What follows belongs to an exercise in optimizing a design on an open flow for small area and a short achievable clock period; a production flow would make more cautious choices. In this exercise RTL edits were held to simulation tests only and were not proved equivalent to the original.

==> flow/design.v (outline; a module is shown in full before it is edited, if it fits) <==
// module vec_fma: 2659 lines
module vec_fma (
    input  wire        clk,
    input  wire        rst,
    input  wire        in_valid,
    input  wire [31:0] in_a,
    input  wire [31:0] in_b,
    input  wire [31:0] in_c,
    output reg         out_valid,
    output reg  [31:0] out_r
);
  // ...
==> flow/flow/run.sh <==
#!/bin/bash
# Standard ORFS layout, with repair_timing aiming for setup slack of at
# least 18 ns at the design's clock period.
set -euo pipefail
bash standard.sh SETUP_SLACK_MARGIN=18 finish > standard.log 2>&1
==> flow/standard.sh <==
#!/bin/bash
# synth_recipe.tcl (not shown) runs the flow's synth.tcl, then flattens the netlist and writes it again
# the make line also repeats each setting of config.mk as NAME=value (left out here)
make -C /OpenROAD-flow-scripts/flow DESIGN_CONFIG=/design/flow/config.mk WORK_HOME=/design/flow/orfs CLKGATE_MAP_FILE= SYNTH_SCRIPT=/design/flow/synth_recipe.tcl "${@:-finish}"
==> flow/config.mk <==
export PLATFORM = sky130hd
export DESIGN_NAME = vec_fma
export DESIGN_NICKNAME = vec_fma
export VERILOG_FILES = /design/flow/design.v
export SDC_FILE = /design/flow/constraint.sdc
export NUM_CORES = 4
export LEC_CHECK = 0
export ABC_AREA = 1
export CAP_MARGIN = 20
export CORE_MARGIN = 2
export CORE_UTILIZATION = 40
export SLEW_MARGIN = 20
==> flow/constraint.sdc <==
create_clock -name core_clock -period 25.0 [get_ports {clk}]
set_input_delay 5.0000 -clock core_clock [delete_from_list [all_inputs] [get_ports {clk}]]
set_output_delay 5.0000 -clock core_clock [all_outputs]
set_load 0.01 [all_outputs]
==> summary.md, run 1 <==
### Die
- ports placed on the boundary: 132

### Clock network
- post-CTS clock slew at the launch and capture registers of the worst setup and hold paths: 0.06 ns
- Post-CTS Hold Buffers: 0

### Detailed routing
- met3 WL: 12,860 µm
- DRC: 0
- average wire per standard cell: 22.12 µm
- met2 wire len: 72,220 µm
- starting DRC count in detailed routing: 4,095

### GRT
- global-route wire length before repair: 241,500 µm
- grt met1 use: 37.45%
- largest net degree at the start of global routing: 61
- GR Layer Usage met3: 5.037%
- layer with the highest usage after global routing: met2
- GRT overflow: 0

### Finish
- multi-input logic cell count: 4,377
- footprint of the multi-input gates: 29,040 µm²
- final non-filler cell area: 45,700 µm²
- flip-flop count of the largest register after layout: 103
- fill cell count: 10,580
- register with the most flip-flops: s2_mag

### Worst hold path
- hold path startpoint: s1_spec

### STA
- final sum of negative setup slack: 0 ns
- Final Hold Viols: 0

### Logic synthesis
- number of synthesized register bits: 380
- prevailing post-synth register cell: sky130_fd_sc_hd__dfxtp_1
- cell accounting for the most synthesized area: sky130_fd_sc_hd__dfxtp_1
- top cells by count, synth: sky130_fd_sc_hd__nand2_1, sky130_fd_sc_hd__inv_1, sky130_fd_sc_hd__xor2_1, sky130_fd_sc_hd__nand3_1, sky130_fd_sc_hd__nor2_1
- share of synthesized area occupied by flip-flops and latches: 18.46%

### Job
- max-cap check violation count: 0

### Status
- result of the run: complete, no violations

### Place
- Final GP Congestion: 1.037

### Setup path
- end of the critical path: out_r[5]
- Crit Path Class: reg -> reg
- total stage count of the critical path: 38

==> inputs of run 2 (changes only) <==
--- a/flow/config.mk
+++ b/flow/config.mk
@@ -9,4 +9,4 @@
 export CAP_MARGIN = 20
 export CORE_MARGIN = 2
-export CORE_UTILIZATION = 40
+export CORE_UTILIZATION = 60
 export SLEW_MARGIN = 20
==> run 2 against run 1 <==
Net effect: via count rose by 2.0%; still clean; synthesized cell count unchanged; flip-flop and latch count unchanged; final cell count decreased by 6.8%; utilization rose by 21 points; largest cell class unchanged; global-route usage rose by 13 points.
==> summary.md, run 2 <==
### Status
- result of the run: complete, no violations, unchanged

### Logic synthesis
- number of enable-type register cells in the synthesized netlist: 0, unchanged
- fraction of post-synthesis cell area in the top cell type by area: 18.46%, unchanged
- prevailing post-synth register cell: sky130_fd_sc_hd__dfxtp_1, unchanged
- cell with the most instances after synthesis: sky130_fd_sc_hd__nand2_1, unchanged
- post-synthesis cell count: 5,947, unchanged
- Synth area leaders: sky130_fd_sc_hd__dfxtp_1, sky130_fd_sc_hd__fa_1, sky130_fd_sc_hd__xor2_1, unchanged
- netlist area before placement: 41,200 µm², unchanged
- share of synthesized registers carrying an async set or reset: 0%, unchanged
- share of synthesized area occupied by flip-flops and latches: 18.46%, unchanged
- number of synthesized register bits: 380, unchanged
- post-synth net total: 6,481, unchanged
- total of warnings raised by yosys: 1, unchanged
- cell accounting for the most synthesized area: sky130_fd_sc_hd__dfxtp_1, unchanged
- count of cell types in the netlist: 70, unchanged
- Post-Syn Area per Cell: 6.929 µm², unchanged
- top cells by count, synth: sky130_fd_sc_hd__nand2_1, sky130_fd_sc_hd__inv_1, sky130_fd_sc_hd__xor2_1, sky130_fd_sc_hd__nand3_1, sky130_fd_sc_hd__nor2_1, unchanged

### Clock network
- post-CTS clock slew at the launch and capture registers of the worst setup and hold paths: 0.06 ns, about the same
- maximum level of the CTS H-tree: 2, unchanged
- deepest clock path buffer count: 3, unchanged
- sinks on the clock net: 380, unchanged
- clock tree from TritonCTS: yes, unchanged
- Post-CTS Hold Buffers: 0, unchanged
- clock network latency to the later pin of the worst-skew pair: 0.61 ns, about the same
- TritonCTS Buffers: 43, was 47
- clk root buf: sky130_fd_sc_hd__clkbuf_16, unchanged

### Die
- core region area: 68,350 µm², was 102,000 µm²
- std cell rows: 96, was 117
- Die H: 266.1 µm, was 325.0 µm
- area enclosed by the die boundary: 70,790 µm², was 105,600 µm²
- effective utilization at floorplan: 60.29%, was 40.38%
- ports placed on the boundary: 132, unchanged
- x dimension of the die: 266.1 µm, was 325.0 µm

### Setup path
- R2R setup slack: 18.31 ns, was 18.33 ns
- worst flop-to-flop path endpoint: out_r[3], was out_r[5]
- startpoint type of the worst setup path: flop, unchanged
- startpoint of the worst register-to-register path: s2_mpos[2], was s2_mpos[4]
- worst stage delay on the critical path: 0.73 ns, was 0.45 ns
- Worst EP required: 25.47 ns, was 25.49 ns
- largest driver fanout on the critical path: 21, was 44
- slowest stage cell, crit path: sky130_fd_sc_hd__dfxtp_1, was sky130_fd_sc_hd__o21ai_1
- Worst Reg-to-Reg Cells: 35, was 38
- combined buffer and inverter count along the critical path: 4, was 7
- end of the critical path: out_r[3], was out_r[5]
- Crit Path Class: reg -> reg, unchanged
- Largest delay share family, worst path: simple AND/OR/NAND/NOR gates, unchanged
- total stage count of the critical path: 35, was 38
- most used cell along the critical path: sky130_fd_sc_hd__nand2_1, unchanged
- crit end category: flop, unchanged
- launching element of the worst setup path: s2_mpos[2], was s2_mpos[4]
- arrival time of the worst setup path: 7.16 ns, about the same

### Finish
- area overhead of the layout relative to synthesis: 9.040%, was 10.91%
- fraction of final layout cells with drive strength greater than 1: 6.666%, was 6.902%
- post-route core utilization: 65.74%, was 44.79%
- Top Registers: s2_mag (103), s1_prod (48), unchanged
- most common cell after layout, fill and taps aside: sky130_fd_sc_hd__nand2_1, unchanged
- final non-filler cell area: 44,930 µm², was 45,700 µm²
- flip-flop count of the largest register after layout: 103, unchanged
- final net count: 6,472, was 6,480
- register with the most flip-flops: s2_mag, unchanged
- top library cells by usage in the layout, fill and taps aside: sky130_fd_sc_hd__nand2_1, sky130_fd_sc_hd__inv_1, sky130_fd_sc_hd__xor2_1, unchanged

### STA
- f_max: 149.5 MHz, was 149.9 MHz
- final number of max-transition violations: 0, unchanged
- worst hold slack after final layout: 0.3256 ns, was 0.3271 ns
- slew at the pin closest to its max-slew limit: 1.321 ns, was 1.209 ns
- count of endpoints failing setup in the final report: 0, unchanged
- share of the clock period used by the worst path: 26.76%, was 26.68%
- final critical path time including I/O delays and setup: 6.689 ns, was 6.670 ns
- Slew headroom: 11.00%, was 18.66%
- post-route clock skew: 0.03008 ns, was 0.01408 ns
- Final Hold Viols: 0, unchanged
- unrepaired setup endpoints after global routing: true, unchanged
- final sum of negative setup slack: 0 ns, unchanged

### Place
- Final GP Congestion: 1.118, was 1.037
- number of buffer cells added on primary ports: 131, unchanged
- placement-stage cell area: 42,750 µm², was 43,410 µm²
- HPWL after DPL: 115,100 µm, was 123,800 µm

### Detailed routing
- Vias: 42,103, was 41,263
- DRC: 0, unchanged
- starting DRC count in detailed routing: 5,093, was 4,095
- WL final: 156,200 µm, was 162,600 µm
- Detailed Routing Iterations Pass 1: 9, was 6
- number of antenna-violating nets in the routed design: 0, unchanged
- average wire per standard cell: 22.78 µm, was 22.12 µm
- Vias/cell: 6.141, was 5.612

### GRT
- via count of the first global-routing pass: 39,092, was 39,212
- largest net degree at the start of global routing: 62, was 61
- GRT overflow: 0, unchanged
- total global-route track usage: 42.66%, was 29.67%
- initial antenna violation count: 6, was 3
- global-route wire length before repair: 231,700 µm, was 241,500 µm

### Worst hold path
- hold path startpoint: s1_spec, unchanged
- Min-Delay Path Class: reg -> reg, unchanged

### Job
- max-cap check violation count: 0, unchanged

## run 2: cell counts after synthesis
No cell type changed its count.
## run 2: stage by stage
stage,cells,setup WS [ns]
finish,6856,18.31
global route,6853,17.91
CTS,6804,18.03
detailed placement,6723,16.87
global placement,6723,17.09
floorplan,5947,19.01
## run 2: cell type report
type	count	area (µm²)
clock inverter	26	315.3
clock buffer	52	1150
timing repair buffer	227	2178
antenna	3	7.507
sequential	380	7614
inverter	894	3461
fill	6230	23420
tap	882	1104
timing repair inverter	14	82.58
multi-input combinational	4378	29020
## run 2: layer usage
metal	GRT usage (%)	wire, µm
met1	52.16	57090
met2	66.68	67940
met3	10.47	17740
met4	28.68	13410
met5	0	26
## run 2: timing repair
action | CTS | global route
setup endpoints to repair | 131 | 163
endpoints found under the hold margin | 0 | 0
cloned | 3 | 15
buffers inserted | 0 | 34
pin swaps | 2 | 3
resized for setup | 14 | 66
## run 2: how the worst min path moves through the flow
| stage | to | slack (ns) | cells after the start |
|---|---|---|---|
| floorplan | s2_nan | 0.31 | 0 |
| global placement | s2_sinf | 0.31 | 0 |
| detailed placement | s2_spec | 0.31 | 0 |
| CTS | s2_spec | 0.33 | 0 |
| global route | s2_zsign | 0.33 | 0 |
| finish | s2_spec | 0.33 | 0 |
## run 2: worst register-to-register path, delay by kind of cell (launching register included)
family / cells / cell delay (ns)
flip-flops: 1 / 0.73
AO/OA/AOI/OAI: 2 / 0.67
adder cells (fa/ha/maj): 1 / 0.22
AND/OR/NAND/NOR: 28 / 4.55
buffers and inverters: 4 / 0.42
## run 2: logic make-up (layout without fill, tap and decap cells)
family | after synthesis | count (layout) | synth area share [%]
multiplexers | 17 | 17 | 0.4312
AO/OA/AOI/OAI | 938 | 939 | 13.55
flip-flops | 380 | 380 | 18.46
adder cells (fa/ha/maj) | 435 | 435 | 17.96
buffers and inverters | 1193 | 1213 | 11.48
AND/OR/NAND/NOR | 2447 | 2450 | 26.71
XOR/XNOR | 537 | 537 | 11.41
other | 0 | 3 | 0
==> inputs of run 3 (changes only) <==
==> flow/flow/run.sh (replaced) <==
#!/bin/bash
# Standard ORFS layout, with repair_timing aiming for setup slack of at
# least 17 ns at the design's clock period.
set -euo pipefail
bash standard.sh SETUP_SLACK_MARGIN=17 finish > standard.log 2>&1
--- a/flow/config.mk
+++ b/flow/config.mk
@@ -9,4 +9,4 @@
 export CAP_MARGIN = 20
 export CORE_MARGIN = 2
-export CORE_UTILIZATION = 60
+export CORE_UTILIZATION = 40
 export SLEW_MARGIN = 20
==> run 3 against run 2 <==
Net effect: utilization down 21 points; final cell count is 6.7% higher; wire length rose by 2.8%; die area increased by 49%; cell area grew 0.53%; critical endpoint is now out_r[0]; still clean; sequential share of layout area fell by 0.10 points; setup slack worse by 0.67 ns; register-to-register slack got worse by 0.67 ns; critical path depth is 3 higher.
==> summary.md, run 3 <==
### Status
- result of the run: complete, no violations, unchanged

### Setup path
- startpoint of the worst register-to-register path: s2_mpos[4], was s2_mpos[2]
- Worst Reg-to-Reg Cells: 38, was 35
- arrival time of the worst setup path: 7.85 ns, was 7.16 ns
- worst stage delay on the critical path: 0.45 ns, was 0.73 ns
- most used cell along the critical path: sky130_fd_sc_hd__nand2_1, unchanged
- slowest stage cell, crit path: sky130_fd_sc_hd__buf_4, was sky130_fd_sc_hd__dfxtp_1
- largest driver fanout on the critical path: 44, was 21
- Crit Path Class: reg -> reg, unchanged
- Worst EP required: 25.49 ns, was 25.47 ns
- startpoint type of the worst setup path: flop, unchanged
- crit end category: flop, unchanged
- launching element of the worst setup path: s2_mpos[4], was s2_mpos[2]

### Finish
- flip-flop count of the largest register after layout: 103, unchanged
- final net count: 6,439, was 6,472
- area overhead of the layout relative to synthesis: 9.614%, was 9.040%
- Top Registers: s2_mag (103), s1_prod (48), unchanged
- top library cells by usage in the layout, fill and taps aside: sky130_fd_sc_hd__nand2_1, sky130_fd_sc_hd__inv_1, sky130_fd_sc_hd__xor2_1, unchanged
- fraction of final layout cells with drive strength greater than 1: 5.771%, was 6.666%
- register with the most flip-flops: s2_mag, unchanged
- post-route core utilization: 44.27%, was 65.74%
- most common cell after layout, fill and taps aside: sky130_fd_sc_hd__nand2_1, unchanged

### Logic synthesis
- Post-Syn Area per Cell: 6.929 µm², unchanged
- count of cell types in the netlist: 70, unchanged
- top cells by count, synth: sky130_fd_sc_hd__nand2_1, sky130_fd_sc_hd__inv_1, sky130_fd_sc_hd__xor2_1, sky130_fd_sc_hd__nand3_1, sky130_fd_sc_hd__nor2_1, unchanged
- number of synthesized register bits: 380, unchanged
- cell accounting for the most synthesized area: sky130_fd_sc_hd__dfxtp_1, unchanged
- total of warnings raised by yosys: 1, unchanged
- netlist area before placement: 41,200 µm², unchanged
- cell with the most instances after synthesis: sky130_fd_sc_hd__nand2_1, unchanged
- number of enable-type register cells in the synthesized netlist: 0, unchanged
- share of synthesized registers carrying an async set or reset: 0%, unchanged
- prevailing post-synth register cell: sky130_fd_sc_hd__dfxtp_1, unchanged
- fraction of post-synthesis cell area in the top cell type by area: 18.46%, unchanged
- Synth area leaders: sky130_fd_sc_hd__dfxtp_1, sky130_fd_sc_hd__fa_1, sky130_fd_sc_hd__xor2_1, unchanged
- share of synthesized area occupied by flip-flops and latches: 18.46%, unchanged
- post-synth net total: 6,481, unchanged
- post-synthesis cell count: 5,947, unchanged

### Worst hold path
- hold path startpoint: s1_spec, unchanged
- number of instances on the worst hold path: 0, unchanged
- Min-Delay Path Class: reg -> reg, unchanged

### Place
- Final GP Congestion: 1.037, was 1.118
- HPWL after DPL: 123,800 µm, was 115,100 µm
- number of buffer cells added on primary ports: 131, unchanged

### Detailed routing
- Vias: 40,990, was 42,103
- average wire per standard cell: 21.97 µm, was 22.78 µm
- DRC: 0, unchanged
- WL final: 160,600 µm, was 156,200 µm
- number of antenna-violating nets in the routed design: 0, unchanged
- Detailed Routing Iterations Pass 1: 6, was 9
- starting DRC count in detailed routing: 4,031, was 5,093
- Vias/cell: 5.606, was 6.141

### Clock network
- clk root buf: sky130_fd_sc_hd__clkbuf_16, unchanged
- clock tree from TritonCTS: yes, unchanged
- sinks on the clock net: 380, unchanged
- TritonCTS Buffers: 47, was 43
- clock network latency to the later pin of the worst-skew pair: 0.62 ns, was 0.61 ns
- maximum level of the CTS H-tree: 2, unchanged
- post-CTS clock slew at the launch and capture registers of the worst setup and hold paths: 0.06 ns, about the same
- deepest clock path buffer count: 3, unchanged
- Post-CTS Hold Buffers: 0, unchanged

### Die
- Die H: 325.0 µm, was 266.1 µm
- ports placed on the boundary: 132, unchanged
- x dimension of the die: 325.0 µm, was 266.1 µm
- std cell rows: 117, was 96
- area enclosed by the die boundary: 105,600 µm², was 70,790 µm²
- core region area: 102,000 µm², was 68,350 µm²
- effective utilization at floorplan: 40.38%, was 60.29%

### GRT
- global-route wire length before repair: 240,000 µm, was 231,700 µm
- largest net degree at the start of global routing: 61, was 62
- total global-route track usage: 29.48%, was 42.66%
- initial antenna violation count: 3, was 6
- via count of the first global-routing pass: 39,123, was 39,092
- GRT overflow: 0, unchanged

### STA
- slew at the pin closest to its max-slew limit: 1.283 ns, was 1.321 ns
- final number of max-transition violations: 0, unchanged
- Slew headroom: 13.68%, was 11.00%
- share of the clock period used by the worst path: 29.43%, was 26.76%
- final critical path time including I/O delays and setup: 7.358 ns, was 6.689 ns
- unrepaired setup endpoints after global routing: true, unchanged
- f_max: 135.9 MHz, was 149.5 MHz
- final sum of negative setup slack: 0 ns, unchanged
- Final Hold Viols: 0, unchanged
- post-route clock skew: 0.01382 ns, was 0.03008 ns
- count of endpoints failing setup in the final report: 0, unchanged

### Job
- max-cap check violation count: 0, unchanged

[run 3: cell counts after synthesis]
Identical to the previous run, type by type.
[run 3: per-stage QoR]
stage          hold slack [ns]  setup slack, ns  cells  area (µm²)
4_1_cts                 0.3278            17.27   7303       45070
2_1_floorplan           0.3096            19.01   5947       41200
6_report                0.3271            17.64   7312       45170
3_3_place_gp            0.3128            16.83   7216       43410
3_5_place_dp            0.3143            16.73   7216       43410
5_1_grt                 0.3412            16.98   7311       45160
[run 3: kinds of logic (layout without fill, tap and decap cells)]
family,count (synthesis),count (layout),synth area share (%)
adders and majority gates,435,435,17.96
buffers and inverters,1193,1188,11.48
other,0,1,0
xor gates and xnor gates,537,537,11.41
DFF,380,380,18.46
and+or+nand+nor,2447,2448,26.71
AOI/OAI and AO/OA,938,938,13.55
muxes,17,17,0.4312
[run 3: critical path, delay by kind of cell (launching register included)]
family	cells	cell delay [ns]
flops	1	0.32
simple gates	31	5.07
compound gates	1	0.12
buf+inv	5	1.41
fa+ha+maj	1	0.22
[run 3: final cells by class]
class	count	area, µm²
Fill cell	10628	56870
Multi-Input combinational cell	4375	28930
Sequential cell	380	7607
Inverter	894	3374
Timing Repair Buffer	206	1874
Tap cell	1368	1712
Clock buffer	58	1340
Clock inverter	29	316.6
Timing Repair inverter	1	5.005
Antenna cell	1	2.502
[run 3: path summary, 6_finish.rpt]
check                                end  slack (ns)
worst max-delay path            out_r[0]       17.64
worst min-delay path             s2_spec        0.33
worst max register to register  out_r[0]       17.64
worst min register to register   s2_spec        0.33
[run 3: timing repair]
| item | in CTS | in global routing |
|---|---|---|
| cloned | 0 | 2 |
| pin swaps | 0 | 1 |
| setup endpoints to repair | 26 | 125 |
| buffers inserted | 0 | 6 |
| gates resized for setup | 1 | 10 |
[run 3: per-layer routing]
layer	global-route usage [%]	vias up	wire, µm
met4	17.23	4	10750
li1	-	19339	-
met3	4.909	496	11970
met5	0	-	24
met2	47.48	1862	72000
met1	37.17	19289	65900
==> inputs of run 4 (changes only) <==
==> flow/flow/run.sh (replaced) <==
#!/bin/bash
# Standard ORFS layout, with repair_timing aiming for setup slack of at
# least 19 ns at the design's clock period.
set -euo pipefail
bash standard.sh SETUP_SLACK_MARGIN=19 finish > standard.log 2>&1
==> run 4 against run 3 <==
Net effect: still clean; critical path depth shrank 37; first-iteration DRC count grew 7.6%; register-to-register slack improved by 1.6 ns; flip-flop and latch count unchanged; clock skew up 0.0017 ns; cell area up 6.2%; highest routed layer unchanged.
==> summary.md, run 4 <==
### Clock network
- clk root buf: sky130_fd_sc_hd__clkbuf_16, unchanged
- sinks on the clock net: 380, unchanged
- clock tree from TritonCTS: yes, unchanged
- Post-CTS Hold Buffers: 0, unchanged
- deepest clock path buffer count: 3, unchanged
- maximum level of the CTS H-tree: 2, unchanged
- post-CTS clock slew at the launch and capture registers of the worst setup and hold paths: 0.06 ns, about the same
- clock network latency to the later pin of the worst-skew pair: 0.62 ns, about the same
- TritonCTS Buffers: 47, unchanged

### Finish
- post-route non-filler standard cell count: 7,461, was 7,312
- final net count: 6,589, was 6,439
- fraction of final layout cells with drive strength greater than 1: 12.13%, was 5.771%
- top library cells by usage in the layout, fill and taps aside: sky130_fd_sc_hd__nand2_1, sky130_fd_sc_hd__inv_1, sky130_fd_sc_hd__nand3_1, was sky130_fd_sc_hd__nand2_1, sky130_fd_sc_hd__inv_1, sky130_fd_sc_hd__xor2_1
- flip-flop count of the largest register after layout: 103, unchanged
- most common cell after layout, fill and taps aside: sky130_fd_sc_hd__nand2_1, unchanged
- fill cell count: 10,388, was 10,628
- area overhead of the layout relative to synthesis: 16.46%, was 9.614%
- register with the most flip-flops: s2_mag, unchanged
- final non-filler cell area: 47,980 µm², was 45,170 µm²
- Top Registers: s2_mag (103), s1_prod (48), unchanged
- ANT cells: 0, was 1

### Place
- HPWL after DPL: 123,800 µm, unchanged
- Final GP Congestion: 1.037, unchanged
- placed instance count: 7,216, unchanged
- number of buffer cells added on primary ports: 131, unchanged
- placement-stage cell area: 43,410 µm², unchanged

### Setup path
- arrival time of the worst setup path: 1.05 ns, was 7.85 ns
- Worst EP required: 20.00 ns, was 25.49 ns
- Crit Path Class: reg -> out, was reg -> reg
- startpoint type of the worst setup path: flop, unchanged
- largest driver fanout on the critical path: 1, was 44
- slowest stage cell, crit path: sky130_fd_sc_hd__dfxtp_1, was sky130_fd_sc_hd__buf_4
- combined buffer and inverter count along the critical path: 1, was 5
- crit end category: output port, was flop
- cells along the critical path: buf_2
- worst stage delay on the critical path: 0.31 ns, was 0.45 ns
- Largest delay share family, worst path: flip-flops, was simple AND/OR/NAND/NOR gates

### Logic synthesis
- top cells by count, synth: sky130_fd_sc_hd__nand2_1, sky130_fd_sc_hd__inv_1, sky130_fd_sc_hd__xor2_1, sky130_fd_sc_hd__nand3_1, sky130_fd_sc_hd__nor2_1, unchanged
- cell accounting for the most synthesized area: sky130_fd_sc_hd__dfxtp_1, unchanged
- cell with the most instances after synthesis: sky130_fd_sc_hd__nand2_1, unchanged
- post-synth net total: 6,481, unchanged
- number of synthesized register bits: 380, unchanged
- prevailing post-synth register cell: sky130_fd_sc_hd__dfxtp_1, unchanged
- Synth area leaders: sky130_fd_sc_hd__dfxtp_1, sky130_fd_sc_hd__fa_1, sky130_fd_sc_hd__xor2_1, unchanged
- fraction of post-synthesis cell area in the top cell type by area: 18.46%, unchanged
- share of synthesized registers carrying an async set or reset: 0%, unchanged
- number of enable-type register cells in the synthesized netlist: 0, unchanged
- post-synthesis cell count: 5,947, unchanged
- share of synthesized area occupied by flip-flops and latches: 18.46%, unchanged
- netlist area before placement: 41,200 µm², unchanged
- total of warnings raised by yosys: 1, unchanged
- count of cell types in the netlist: 70, unchanged
- Post-Syn Area per Cell: 6.929 µm², unchanged

### GRT
- GRT overflow: 0, unchanged
- via count of the first global-routing pass: 40,097, was 39,123
- total global-route track usage: 30.59%, was 29.48%
- initial antenna violation count: 3, unchanged
- largest net degree at the start of global routing: 61, unchanged
- global-route wire length before repair: 248,200 µm, was 240,000 µm

### Worst hold path
- Min-Delay Path Class: reg -> reg, unchanged

### STA
- Slew headroom: 10.93%, was 13.68%
- f_max: 165.2 MHz, was 135.9 MHz
- worst hold slack after final layout: 0.3269 ns, was 0.3271 ns
- Final Hold Viols: 0, unchanged
- share of the clock period used by the worst path: 24.21%, was 29.43%
- slew at the pin closest to its max-slew limit: 1.324 ns, was 1.283 ns
- final sum of negative setup slack: 0 ns, unchanged
- final number of max-transition violations: 0, unchanged
- post-route clock skew: 0.01552 ns, was 0.01382 ns
- count of endpoints failing setup in the final report: 0, unchanged
- final critical path time including I/O delays and setup: 6.054 ns, was 7.358 ns
- unrepaired setup endpoints after global routing: true, unchanged

### Die
- area enclosed by the die boundary: 105,600 µm², unchanged
- ports placed on the boundary: 132, unchanged
- std cell rows: 117, unchanged
- effective utilization at floorplan: 40.38%, unchanged
- core region area: 102,000 µm², unchanged
- x dimension of the die: 325.0 µm, unchanged
- Die H: 325.0 µm, unchanged

### Detailed routing
- WL final: 169,100 µm, was 160,600 µm
- Vias: 42,235, was 40,990
- Vias/cell: 5.661, was 5.606
- starting DRC count in detailed routing: 4,337, was 4,031
- Detailed Routing Iterations Pass 1: 9, was 6
- number of antenna-violating nets in the routed design: 0, unchanged
- DRC: 0, unchanged
- average wire per standard cell: 22.67 µm, was 21.97 µm

### Job
- max-cap check violation count: 0, unchanged

### Status
- result of the run: complete, no violations, unchanged

[run 4: cell counts after synthesis]
Identical to the previous run, type by type.
[run 4: final cells by class]
| type | count | area, µm² | share of cell area, % |
|---|---|---|---|
| Multi-Input combinational cell | 4383 | 29850 | 62.21 |
| Sequential cell | 380 | 7715 | 16.08 |
| Inverter | 894 | 3567 | 7.434 |
| Timing Repair Buffer | 329 | 3341 | 6.962 |
| Tap cell | 1368 | 1712 | 3.567 |
| Clock buffer | 58 | 1340 | 2.793 |
| Clock inverter | 29 | 316.6 | 0.6597 |
| Timing Repair inverter | 20 | 142.6 | 0.2973 |
[run 4: through the flow]
step                      setup WS [ns]  util [%]
final                             18.95     47.03
after global routing              18.91     47.03
after CTS                         18.90     45.30
after detailed placement          16.73     42.55
after global placement            16.83     42.55
after floorplan                   19.01         -
[run 4: worst register-to-register path: cells and delay by family, from the launching register on]
family | cells | cell delay (ns)
compound gates | 8 | 1.05
xor+xnor | 2 | 0.36
flops | 1 | 0.36
simple gates | 8 | 0.68
buf+inv | 5 | 0.61
fa+ha+maj | 6 | 2.65
[run 4: path summary, 6_finish.rpt]
kind / endpoint / cells past startpoint / startpoint / slack [ns]
worst max register to register: s1_prod[42] / 29 / s0_one[4] / 19.21
worst max-delay path: out_r[8] / 1 / out_r[8] / 18.95
worst min register to register: s2_spec / 0 / s1_spec / 0.33
worst min-delay path: s2_spec / 0 / s1_spec / 0.33
[run 4: cells by family after synthesis]
logic type               Yosys count  share of synthesized area (%)
buffers and inverters           1193                          11.48
flip-flops                       380                          18.46
AND/OR/NAND/NOR                 2447                          26.71
multiplexers                      17                         0.4312
adder cells (fa/ha/maj)          435                          17.96
XOR/XNOR                         537                          11.41
AO/OA/AOI/OAI                    938                          13.55
[run 4: routing by layer]
layer / vias up / routed length [µm] / track usage [%]
met3: 625 / 14250 / 5.732
met4: 6 / 12000 / 18.66
met5: - / 38 / 0
li1: 19667 / - / -
met1: 19751 / 67320 / 38.10
met2: 2186 / 75490 / 49.01
[run 4: timing repair]
item	4_1_cts	5_1_grt
pin swaps	13	56
gates cloned	25	10
setup buffers	58	65
resized for setup	317	282
setup endpoints to repair	214	211
hold endpoints to repair	0	0
==> inputs of run 5 (changes only) <==
==> flow/flow/run.sh (replaced) <==
#!/bin/bash
# Standard ORFS layout; repair_timing aims for a setup slack of at least
# 19 ns at the design's clock period.
set -euo pipefail
bash standard.sh SETUP_SLACK_MARGIN=19  finish > standard.log 2>&1
--- a/flow/config.mk
+++ b/flow/config.mk
@@ -10,3 +10,4 @@
 export CORE_MARGIN = 2
 export CORE_UTILIZATION = 40
+export CTS_BUF_LIST = sky130_fd_sc_hd__clkbuf_8
 export SLEW_MARGIN = 20
==> run 5 against run 4 <==
Net effect: setup slack got worse by 0.096 ns; utilization fell by 0.15 points; worst hold slack got worse by 0.018 ns; synthesized area did not move; sequential share of layout area barely moved; register-to-register slack barely moved; critical path type unchanged; highest routed layer unchanged.
==> summary.md, run 5 <==
### Logic synthesis
- cell with the most instances after synthesis: sky130_fd_sc_hd__nand2_1, unchanged
- count of cell types in the netlist: 70, unchanged
- share of synthesized area occupied by flip-flops and latches: 18.46%, unchanged
- proportion of synthesized area in mux cells: 0.4312%, unchanged
- main combinational cell family by area after synthesis: simple AND/OR/NAND/NOR gates, unchanged
- adder-cell share of the synthesized area: 17.96%, unchanged
- fraction of post-synthesis cell area in the top cell type by area: 18.46%, unchanged
- post-synth net total: 6,481, unchanged
- Synth area leaders: sky130_fd_sc_hd__dfxtp_1, sky130_fd_sc_hd__fa_1, sky130_fd_sc_hd__xor2_1, unchanged
- xor/xnor cell area share of the yosys netlist: 11.41%, unchanged
- share of synthesized registers carrying an async set or reset: 0%, unchanged
- Post-Syn Area per Cell: 6.929 µm², unchanged
- top cells by count, synth: sky130_fd_sc_hd__nand2_1, sky130_fd_sc_hd__inv_1, sky130_fd_sc_hd__xor2_1, sky130_fd_sc_hd__nand3_1, sky130_fd_sc_hd__nor2_1, unchanged
- netlist area before placement: 41,200 µm², unchanged
- number of enable-type register cells in the synthesized netlist: 0, unchanged
- compound-gate portion of the synthesized area: 13.55%, unchanged
- Simple-Gate Fraction of Synth Area: 26.71%, unchanged
- cell accounting for the most synthesized area: sky130_fd_sc_hd__dfxtp_1, unchanged
- number of synthesized register bits: 380, unchanged
- prevailing post-synth register cell: sky130_fd_sc_hd__dfxtp_1, unchanged
- total of warnings raised by yosys: 1, unchanged
- post-synthesis cell count: 5,947, unchanged

### Finish
- final net count: 6,607, was 6,589
- top library cells by usage in the layout, fill and taps aside: sky130_fd_sc_hd__nand2_1, sky130_fd_sc_hd__inv_1, sky130_fd_sc_hd__nand3_1, unchanged
- post-route non-filler standard cell count: 7,499, was 7,461
- area overhead of the layout relative to synthesis: 16.09%, was 16.46%
- register with the most flip-flops: s2_mag, unchanged
- fraction of final layout cells with drive strength greater than 1: 12.30%, was 12.13%
- Top Registers: s2_mag (103), s1_prod (48), unchanged
- flip-flop count of the largest register after layout: 103, unchanged
- most common cell after layout, fill and taps aside: sky130_fd_sc_hd__nand2_1, unchanged
- fill cell count: 10,439, was 10,388
- post-route core utilization: 46.88%, was 47.03%

### Detailed routing
- average wire per standard cell: 22.70 µm, was 22.67 µm
- starting DRC count in detailed routing: 4,477, was 4,337
- number of antenna-violating nets in the routed design: 0, unchanged
- Detailed Routing Iterations Pass 1: 8, was 9
- Vias/cell: 5.662, was 5.661
- DRC: 0, unchanged
- Vias: 42,459, was 42,235
- WL final: 170,200 µm, was 169,100 µm

### GRT
- total global-route track usage: 30.68%, was 30.59%
- initial antenna violation count: 4, was 3
- largest net degree at the start of global routing: 61, unchanged
- GRT overflow: 0, unchanged
- via count of the first global-routing pass: 40,218, was 40,097
- global-route wire length before repair: 248,200 µm, about the same

### STA
- post-route clock skew: 0.06205 ns, was 0.01552 ns
- slew at the pin closest to its max-slew limit: 1.286 ns, was 1.324 ns
- post-layout worst setup margin: 18.85 ns, was 18.95 ns
- final sum of negative setup slack: 0 ns, unchanged
- Slew headroom: 13.46%, was 10.93%
- f_max: 162.6 MHz, was 165.2 MHz
- final critical path time including I/O delays and setup: 6.150 ns, was 6.054 ns
- final number of max-transition violations: 0, unchanged
- unrepaired setup endpoints after global routing: true, unchanged
- share of the clock period used by the worst path: 24.60%, was 24.21%
- count of endpoints failing setup in the final report: 0, unchanged
- Final Hold Viols: 0, unchanged
- worst hold slack after final layout: 0.3086 ns, was 0.3269 ns

### Setup path
- cells along the critical path: buf_2, unchanged
- worst stage delay on the critical path: 0.29 ns, was 0.31 ns
- crit end category: output port, unchanged
- startpoint of the worst register-to-register path: s0_one[2], was s0_one[4]
- worst flop-to-flop path endpoint: s1_prod[42], unchanged
- slowest stage cell, crit path: sky130_fd_sc_hd__dfxtp_1, unchanged
- Worst Reg-to-Reg Cells: 25, was 29
- largest driver fanout on the critical path: 1, unchanged
- arrival time of the worst setup path: 1.15 ns, was 1.05 ns
- Largest delay share family, worst path: flip-flops, unchanged
- startpoint type of the worst setup path: flop, unchanged
- combined buffer and inverter count along the critical path: 1, unchanged
- R2R setup slack: 19.20 ns, was 19.21 ns
- Worst EP required: 20.00 ns, about the same
- Crit Path Class: reg -> out, unchanged

### Clock network
- clock network latency to the later pin of the worst-skew pair: 0.75 ns, was 0.62 ns
- maximum level of the CTS H-tree: 3, was 2
- TritonCTS Buffers: 71, was 47
- deepest clock path buffer count: 3, unchanged
- Post-CTS Hold Buffers: 0, unchanged
- clock tree from TritonCTS: yes, unchanged
- sinks on the clock net: 380, unchanged
- clk root buf: sky130_fd_sc_hd__clkbuf_8, was sky130_fd_sc_hd__clkbuf_16
- post-CTS clock slew at the launch and capture registers of the worst setup and hold paths: 0.06 ns, about the same

### Job
- max-cap check violation count: 0, unchanged

### Die
- effective utilization at floorplan: 40.38%, unchanged
- std cell rows: 117, unchanged
- Die H: 325.0 µm, unchanged
- x dimension of the die: 325.0 µm, unchanged
- core region area: 102,000 µm², unchanged
- area enclosed by the die boundary: 105,600 µm², unchanged
- ports placed on the boundary: 132, unchanged

### Place
- number of buffer cells added on primary ports: 131, unchanged
- placed instance count: 7,216, unchanged
- HPWL after DPL: 123,800 µm, unchanged
- dpl ws: 16.73 ns, unchanged
- Final GP Congestion: 1.037, unchanged

### Worst hold path
- hold path startpoint: s1_etop[0], was s1_spec
- terminating pin of the worst hold path: s2_etop[0], was s2_spec
- Min-Delay Path Class: reg -> reg, unchanged
- number of instances on the worst hold path: 0, unchanged

### Status
- result of the run: complete, no violations, unchanged

==> run 5: worst max-delay path by stage <==
stage | start | endpoint | cells after the start
after floorplan | s0_neg[6] | s1_prod[38] | 31
after global placement | s1_shc[0] | s2_mag[61] | 36
after detailed placement | s1_shc[0] | s2_mag[61] | 34
after CTS | out_r[3] | out_r[3] | 1
after global routing | out_r[3] | out_r[3] | 1
final | out_r[3] | out_r[3] | 1
==> run 5: cell families (layout without fill, tap and decap cells) <==
family | Yosys count | in the layout
and+or+nand+nor | 2447 | 2454
adders and majority gates | 435 | 435
DFF | 380 | 380
xor gates and xnor gates | 537 | 537
AOI/OAI and AO/OA | 938 | 940
buffers and inverters | 1193 | 1365
muxes | 17 | 17
other | 0 | 3
==> run 5: metrics by stage <==
stage          area, µm²
6_report           47840
5_1_grt            47830
4_1_cts            46080
3_5_place_dp       43410
3_3_place_gp       43410
2_1_floorplan      41200
==> run 5: timing repair <==
item / CTS / global route
gates cloned: 24 / 13
setup endpoints to repair: 213 / 212
pin swaps: 15 / 63
resized for setup: 308 / 287
setup buffers: 58 / 57
==> run 5: area by class of cell <==
cell class / instances / area [µm²] / area share (%)
antenna: 3 / 7.507 / 0.01569
clock buffer: 88 / 1211 / 2.532
clock inverter: 40 / 341.6 / 0.7141
inverter: 894 / 3581 / 7.486
multi-input combinational: 4383 / 29820 / 62.34
sequential: 380 / 7712 / 16.12
tap: 1368 / 1712 / 3.578
timing repair buffer: 322 / 3299 / 6.897
timing repair inverter: 21 / 150.1 / 0.3139
==> run 5: per-layer routing <==
layer  vias to the layer above  part of all wire (%)  track usage (%)  routed length [µm]
met4                         6                   7.5            20.01               12770
met1                     19874                    40            37.91               67470
met2                      2239                    44            48.82               75440
met3                       612                   8.5            5.872               14530
li1                      19728                     -                -                   -
met5                         -                 0.022                0                  37
==> inputs of run 6 (changes only) <==
==> flow/flow/run.sh (replaced) <==
#!/bin/bash
# Standard ORFS layout; repair_timing aims for a setup slack of at least
# 19 ns at the design's clock period.
set -euo pipefail
bash standard.sh SETUP_SLACK_MARGIN=19 'BUFFER_PORTS_ARGS=-buffer_cell sky130_fd_sc_hd__buf_2' finish > standard.log 2>&1
--- a/flow/config.mk
+++ b/flow/config.mk
@@ -10,4 +10,3 @@
 export CORE_MARGIN = 2
 export CORE_UTILIZATION = 40
-export CTS_BUF_LIST = sky130_fd_sc_hd__clkbuf_8
 export SLEW_MARGIN = 20
==> run 6 against run 5 <==
Net effect: still clean; synthesized cell count did not move; final cell count barely moved; via count rose by 0.39%; utilization rose by 0.27 points; critical endpoint is now out_r[8].
==> summary.md, run 6 <==
### Status
- result of the run: complete, no violations, unchanged

### Logic synthesis
- total of warnings raised by yosys: 1, unchanged
- number of enable-type register cells in the synthesized netlist: 0, unchanged
- fraction of post-synthesis cell area in the top cell type by area: 18.46%, unchanged
- Simple-Gate Fraction of Synth Area: 26.71%, unchanged
- post-synthesis cell count: 5,947, unchanged
- main combinational cell family by area after synthesis: simple AND/OR/NAND/NOR gates, unchanged
- xor/xnor cell area share of the yosys netlist: 11.41%, unchanged
- proportion of synthesized area in mux cells: 0.4312%, unchanged
- share of synthesized area occupied by flip-flops and latches: 18.46%, unchanged
- cell accounting for the most synthesized area: sky130_fd_sc_hd__dfxtp_1, unchanged
- Synth area leaders: sky130_fd_sc_hd__dfxtp_1, sky130_fd_sc_hd__fa_1, sky130_fd_sc_hd__xor2_1, unchanged
- Post-Syn Area per Cell: 6.929 µm², unchanged
- post-synth net total: 6,481, unchanged
- share of synthesized registers carrying an async set or reset: 0%, unchanged
- top cells by count, synth: sky130_fd_sc_hd__nand2_1, sky130_fd_sc_hd__inv_1, sky130_fd_sc_hd__xor2_1, sky130_fd_sc_hd__nand3_1, sky130_fd_sc_hd__nor2_1, unchanged
- adder-cell share of the synthesized area: 17.96%, unchanged
- cell with the most instances after synthesis: sky130_fd_sc_hd__nand2_1, unchanged
- number of synthesized register bits: 380, unchanged
- netlist area before placement: 41,200 µm², unchanged
- prevailing post-synth register cell: sky130_fd_sc_hd__dfxtp_1, unchanged
- compound-gate portion of the synthesized area: 13.55%, unchanged
- count of cell types in the netlist: 70, unchanged

### Setup path
- worst stage delay on the critical path: 0.32 ns, was 0.29 ns
- combined buffer and inverter count along the critical path: 1, unchanged
- Largest delay share family, worst path: flip-flops, unchanged
- slowest stage cell, crit path: sky130_fd_sc_hd__dfxtp_2, was sky130_fd_sc_hd__dfxtp_1
- startpoint type of the worst setup path: flop, unchanged
- arrival time of the worst setup path: 1.05 ns, was 1.15 ns
- crit end category: output port, unchanged
- Worst EP required: 20.00 ns, about the same
- largest driver fanout on the critical path: 1, unchanged
- Crit Path Class: reg -> out, unchanged
- cells along the critical path: buf_6, was buf_2

### Detailed routing
- Vias/cell: 5.687, was 5.662
- DRC: 0, unchanged
- Vias: 42,623, was 42,459
- starting DRC count in detailed routing: 4,976, was 4,477
- Detailed Routing Iterations Pass 1: 6, was 8
- average wire per standard cell: 22.56 µm, was 22.70 µm
- WL final: 169,100 µm, was 170,200 µm
- number of antenna-violating nets in the routed design: 0, unchanged

### Die
- std cell rows: 117, unchanged
- effective utilization at floorplan: 40.38%, unchanged
- core region area: 102,000 µm², unchanged
- area enclosed by the die boundary: 105,600 µm², unchanged
- Die H: 325.0 µm, unchanged
- x dimension of the die: 325.0 µm, unchanged
- ports placed on the boundary: 132, unchanged

### Clock network
- maximum level of the CTS H-tree: 2, was 3
- clock tree from TritonCTS: yes, unchanged
- post-CTS clock slew at the launch and capture registers of the worst setup and hold paths: 0.06 ns, about the same
- clock network latency to the later pin of the worst-skew pair: 0.63 ns, was 0.75 ns
- TritonCTS Buffers: 45, was 71
- Post-CTS Hold Buffers: 0, unchanged
- clk root buf: sky130_fd_sc_hd__clkbuf_16, was sky130_fd_sc_hd__clkbuf_8
- sinks on the clock net: 380, unchanged
- deepest clock path buffer count: 3, unchanged

### STA
- slew at the pin closest to its max-slew limit: 1.170 ns, was 1.286 ns
- final sum of negative setup slack: 0 ns, unchanged
- f_max: 165.2 MHz, was 162.6 MHz
- Slew headroom: 21.25%, was 13.46%
- unrepaired setup endpoints after global routing: true, unchanged
- final critical path time including I/O delays and setup: 6.052 ns, was 6.150 ns
- Final Hold Viols: 0, unchanged
- final number of max-transition violations: 0, unchanged
- share of the clock period used by the worst path: 24.21%, was 24.60%
- post-route clock skew: 0.01965 ns, was 0.06205 ns
- count of endpoints failing setup in the final report: 0, unchanged

### GRT
- total global-route track usage: 30.36%, was 30.68%
- global-route wire length before repair: 248,100 µm, was 248,200 µm
- largest net degree at the start of global routing: 62, was 61
- GRT overflow: 0, unchanged
- via count of the first global-routing pass: 40,464, was 40,218
- initial antenna violation count: 6, was 4

### Place
- HPWL after DPL: 120,800 µm, was 123,800 µm
- placement-stage cell area: 42,790 µm², was 43,410 µm²
- number of buffer cells added on primary ports: 131, unchanged
- Final GP Congestion: 1.054, was 1.037

### Finish
- final net count: 6,624, was 6,607
- most common cell after layout, fill and taps aside: sky130_fd_sc_hd__nand2_1, unchanged
- register with the most flip-flops: s2_mag, unchanged
- final non-filler cell area: 48,110 µm², was 47,840 µm²
- fraction of final layout cells with drive strength greater than 1: 14.41%, was 12.30%
- area overhead of the layout relative to synthesis: 16.77%, was 16.09%
- post-route core utilization: 47.15%, was 46.88%
- fill cell count: 10,314, was 10,439
- Top Registers: s2_mag (103), s1_prod (48), unchanged
- top library cells by usage in the layout, fill and taps aside: sky130_fd_sc_hd__nand2_1, sky130_fd_sc_hd__inv_1, sky130_fd_sc_hd__nand3_1, unchanged
- flip-flop count of the largest register after layout: 103, unchanged

### Job
- max-cap check violation count: 0, unchanged

### Worst hold path
- Min-Delay Path Class: reg -> reg, unchanged

run 6: per-stage QoR:
| step | std cells | worst slack, ns | hold slack, ns |
|---|---|---|---|
| finish | 7495 | 18.95 | 0.3227 |
| global placement | 7220 | 16.92 | 0.3128 |
| CTS | 7401 | 18.89 | 0.3232 |
| detailed placement | 7220 | 16.73 | 0.3121 |
| global route | 7494 | 18.86 | 0.3282 |
| floorplan | 5947 | 19.01 | 0.3096 |
run 6: layout make-up:
cell class                 instances  area, µm²  share of cell area (%)
sequential                       380       7709                   16.02
clock buffer                      52       1172                   2.437
clock inverter                    31      499.2                   1.038
timing repair buffer             365       3272                   6.800
inverter                         894       3541                   7.359
antenna                            1      2.502                0.005201
timing repair inverter            23      163.9                  0.3407
multi-input combinational       4381      30040                   62.44
tap                             1368       1712                   3.557
run 6: layer usage:
layer | global-route usage [%] | up-vias | wire length, µm
li1 | - | 19724 | -
met1 | 37.68 | 19798 | 65290
met2 | 48.14 | 2415 | 74080
met3 | 5.799 | 682 | 15920
met4 | 19.76 | 4 | 13750
met5 | 0 | - | 27
run 6: path summary, 6_finish.rpt:
| kind | start | end | slack [ns] | depth (start not counted) |
|---|---|---|---|---|
| setup / recovery | out_r[8] | out_r[8] | 18.95 | 1 |
| hold / removal | s1_sinf | s2_sinf | 0.32 | 0 |
| setup reg to reg | s0_one[0] | s1_prod[38] | 19.19 | 26 |
| hold reg to reg | s1_sinf | s2_sinf | 0.32 | 0 |
run 6: repair_timing:
action                     in CTS  in global routing
setup endpoints to repair     218                212
cloned                         27                 14
pin swaps                      22                 82
buffers inserted               71                 79
resized for setup             183                325
run 6: kinds of logic after synthesis:
family                   after synthesis
AO/OA/AOI/OAI                        938
XOR/XNOR                             537
adder cells (fa/ha/maj)              435
buffers and inverters               1193
flip-flops                           380
multiplexers                          17
AND/OR/NAND/NOR                     2447

what the ideal ports hide:
Ports are ideal in the flow. The routed layouts listed here were re-timed in OpenROAD. Step 1: set_driving_cell puts a clkbuf_16 on clk and a buf_2 on each other input, an assumption about the parent block. Step 2 moves the port delays by t, midway between the first and last clock arrival at a register: inputs arrive t later, outputs are due t later. That takes back most of the time a late clock gives input paths. Slacks: no drivers / after step 1 / after step 2; pairs: no drivers / after step 1.
run | shift t [ns] | setup slack, ns | hold WS [ns] | clock arrival spread, ns | worst data-port slew with drivers (ns)
run 1 | 0.680 | 18.330 / 18.330 / 17.890 | 0.327 / 0.327 / 0.327 | 0.015 / 0.014 | 0.06
run 2 | 0.665 | 18.310 / 18.310 / 18.256 | 0.326 / 0.326 / 0.326 | 0.030 / 0.030 | 0.05
run 3 | 0.683 | 17.642 / 17.642 / 17.642 | 0.327 / 0.327 / 0.327 | 0.014 / 0.014 | 0.06
run 4 | 0.680 | 18.946 / 18.876 / 18.433 | 0.327 / 0.327 / 0.327 | 0.018 / 0.018 | 0.06
run 5 | 0.787 | 18.850 / 18.778 / 18.394 | 0.309 / 0.309 / 0.309 | 0.063 / 0.064 | 0.06
run 6 | 0.696 | 18.948 / 18.873 / 18.615 | 0.323 / 0.323 / 0.323 | 0.021 / 0.020 | 0.14
After both steps setup and hold are still met in every run listed. For run 4, which loses most, drivers alone change the setup slack by -0.070 ns; drivers and shift together by -0.513 ns.
